Background: an optimization exercise with open tools, aiming at small area, a short achievable clock period and few clock cycles per item. Do not read the settings as production practice.

## north
// sha256_lane
module sha256_lane (
    input  wire         clk,
    input  wire         rst,
    input  wire         in_valid,
    output wire         in_ready,
    input  wire [31:0]  in_data,
    input  wire         in_last,
    input  wire [2:0]   in_nbytes,
    output wire         out_valid,
    output wire [255:0] out_digest
);
==> flow/config.mk <==
export PLATFORM = sky130hd
export DESIGN_NAME = sha256_lane
export DESIGN_NICKNAME = sha256_lane
export VERILOG_FILES = /design/flow/design.v
export SDC_FILE = /design/flow/constraint.sdc
export NUM_CORES = 4
export LEC_CHECK = 0
export ABC_AREA = 1
export CAP_MARGIN = 30
export CORE_MARGIN = 2
export CORE_UTILIZATION = 30
export PLACE_DENSITY = 0.55
export SETUP_SLACK_MARGIN = 5
export SLEW_MARGIN = 40
==> flow/constraint.sdc <==
create_clock -name core_clock -period 10.0 [get_ports {clk}]
set_input_delay 2.0000 -clock core_clock [delete_from_list [all_inputs] [get_ports {clk}]]
set_output_delay 2.0000 -clock core_clock [all_outputs]
set_load 0.01 [all_outputs]
standard.sh (not shown) runs the stock make flow with config.mk's settings and CLKGATE_MAP_FILE= SYNTH_SCRIPT=/design/flow/synth_recipe.tcl, a recipe that flattens the netlist after the stock synthesis.
==> flow/flow/run.sh <==
#!/bin/bash
# Standard ORFS layout with two changes to how it is built:
#  - ports are buffered with the smallest buffer (buf_1) rather than the one
#    buffer_ports picks by default;
#  - clock tree synthesis inserts no dummy load cells.
set -euo pipefail
export BUFFER_PORTS_ARGS="-buffer_cell sky130_fd_sc_hd__buf_1"
export CTS_ARGS="-sink_clustering_enable -repair_clock_nets -dont_use_dummy_load"
bash standard.sh > standard.log 2>&1
north | stages: all done | timing, DRC, antenna: all pass
What south does differently from north at the input level:
-- flow/flow/run.sh --
<<< north, line 5
#  - clock tree synthesis inserts no dummy load cells.
>>> south, line 5
#  - clock tree synthesis inserts no dummy load cells and builds the tree
#    from clkbuf_4 and clkbuf_8 cells.
<<< north, line 8
export CTS_ARGS="-sink_clustering_enable -repair_clock_nets -dont_use_dummy_load"
>>> south, line 9
export CTS_ARGS="-sink_clustering_enable -repair_clock_nets -dont_use_dummy_load -buf_list {sky130_fd_sc_hd__clkbuf_4 sky130_fd_sc_hd__clkbuf_8}"
### Flow results
The flow did not stop early for south: all stages ran, and the layout cleared the timing, DRC and antenna checks.
Number of well-tap cells placed came out exactly the same in north and south.
Re sequential share of layout area: south is 0.25 points up on north.
In terms of all-layer global routing usage, south and north differ only marginally.
Summary — count of clock buffers in the final design, south relative to north: higher, by 68.
~same clock-pin slew on the worst setup and hold paths in north and south
Function was not checked in any run of this note: the RTL went through the layout flow alone.

========
Another version of the RTL of sha256_lane (not shown whole).
For scale: roughly 1200 flip-flops, roughly 300 I/O pins, about 0.056 mm² of cells after synthesis.
clock: 10.0 ns
lec_check: 0
abc_area: 1
cap_margin: 30
core_margin: 2
core_utilization: 30
place_density: 0.55
slew_margin: 40
==> flow/flow/run.sh <==
#!/bin/bash
# Standard ORFS layout with three changes to how it is built:
#  - ports are buffered with the smallest buffer (buf_1) rather than the one
#    buffer_ports picks by default;
#  - clock tree synthesis inserts no dummy load cells and builds the tree
#    from clkbuf_4 and clkbuf_8 cells;
#  - timing repair aims for 6.5 ns of setup slack (the clock and its
#    constraints are unchanged; this only makes repair work harder).
set -euo pipefail
export BUFFER_PORTS_ARGS="-buffer_cell sky130_fd_sc_hd__buf_1"
export CTS_ARGS="-sink_clustering_enable -repair_clock_nets -dont_use_dummy_load -buf_list {sky130_fd_sc_hd__clkbuf_4 sky130_fd_sc_hd__clkbuf_8}"
export SETUP_SLACK_MARGIN=6.5
bash standard.sh > standard.log 2>&1
==> next run, changes <==
==> flow/flow/run.sh (replaced) <==
#!/bin/bash
# Standard ORFS layout with two changes to how it is built:
#  - ports are buffered with the smallest buffer (buf_1) rather than the one
#    buffer_ports picks by default;
#  - clock tree synthesis inserts no dummy load cells and builds the tree
#    from clkbuf_4 and clkbuf_8 cells.
set -euo pipefail
export BUFFER_PORTS_ARGS="-buffer_cell sky130_fd_sc_hd__buf_1"
export CTS_ARGS="-sink_clustering_enable -repair_clock_nets -dont_use_dummy_load -buf_list {sky130_fd_sc_hd__clkbuf_4 sky130_fd_sc_hd__clkbuf_8}"
bash standard.sh > standard.log 2>&1
Settings changed: SETUP_SLACK_MARGIN set to 5.
The new run finished with timing, DRC and antenna clean; worst setup slack got worse by 0.24 ns; wire length came out lower by 9.5%; register-to-register slack loses 0.24 ns; cell area drops by 16%.
Function was not checked in any run of this note: the RTL went through the layout flow alone.

[port drivers added, routing unchanged]
The results above use ideal ports. As a check the final layouts listed here were re-extracted and re-timed, cells and wires unchanged.
Step 1: set_driving_cell puts a clkbuf_16 on clk and a buf_2 on each other input, an assumption about the parent block.
Step 2, shift: input delay + t, output delay - t, t = (earliest + latest rising clock arrival at the registers) / 2. This alone moves slack from input paths to output paths.
Three values: ideal, step 1, step 2; two values: the first two.
run	t (ns)	setup slack, ns	pins driven straight from the clock port
north	0.865	5.094 / 5.094 / 4.394	1
south	1.010	5.066 / 5.021 / 4.303	1
the first run of note 2	1.026	5.326 / 5.326 / 5.326	1
the second run of note 2	1.010	5.084 / 5.084 / 4.282	1
After both steps every run listed still meets setup and hold. The setup slack of the second run of note 2, which loses most, moves by 0.000 ns with the drivers and by -0.802 ns with both steps.
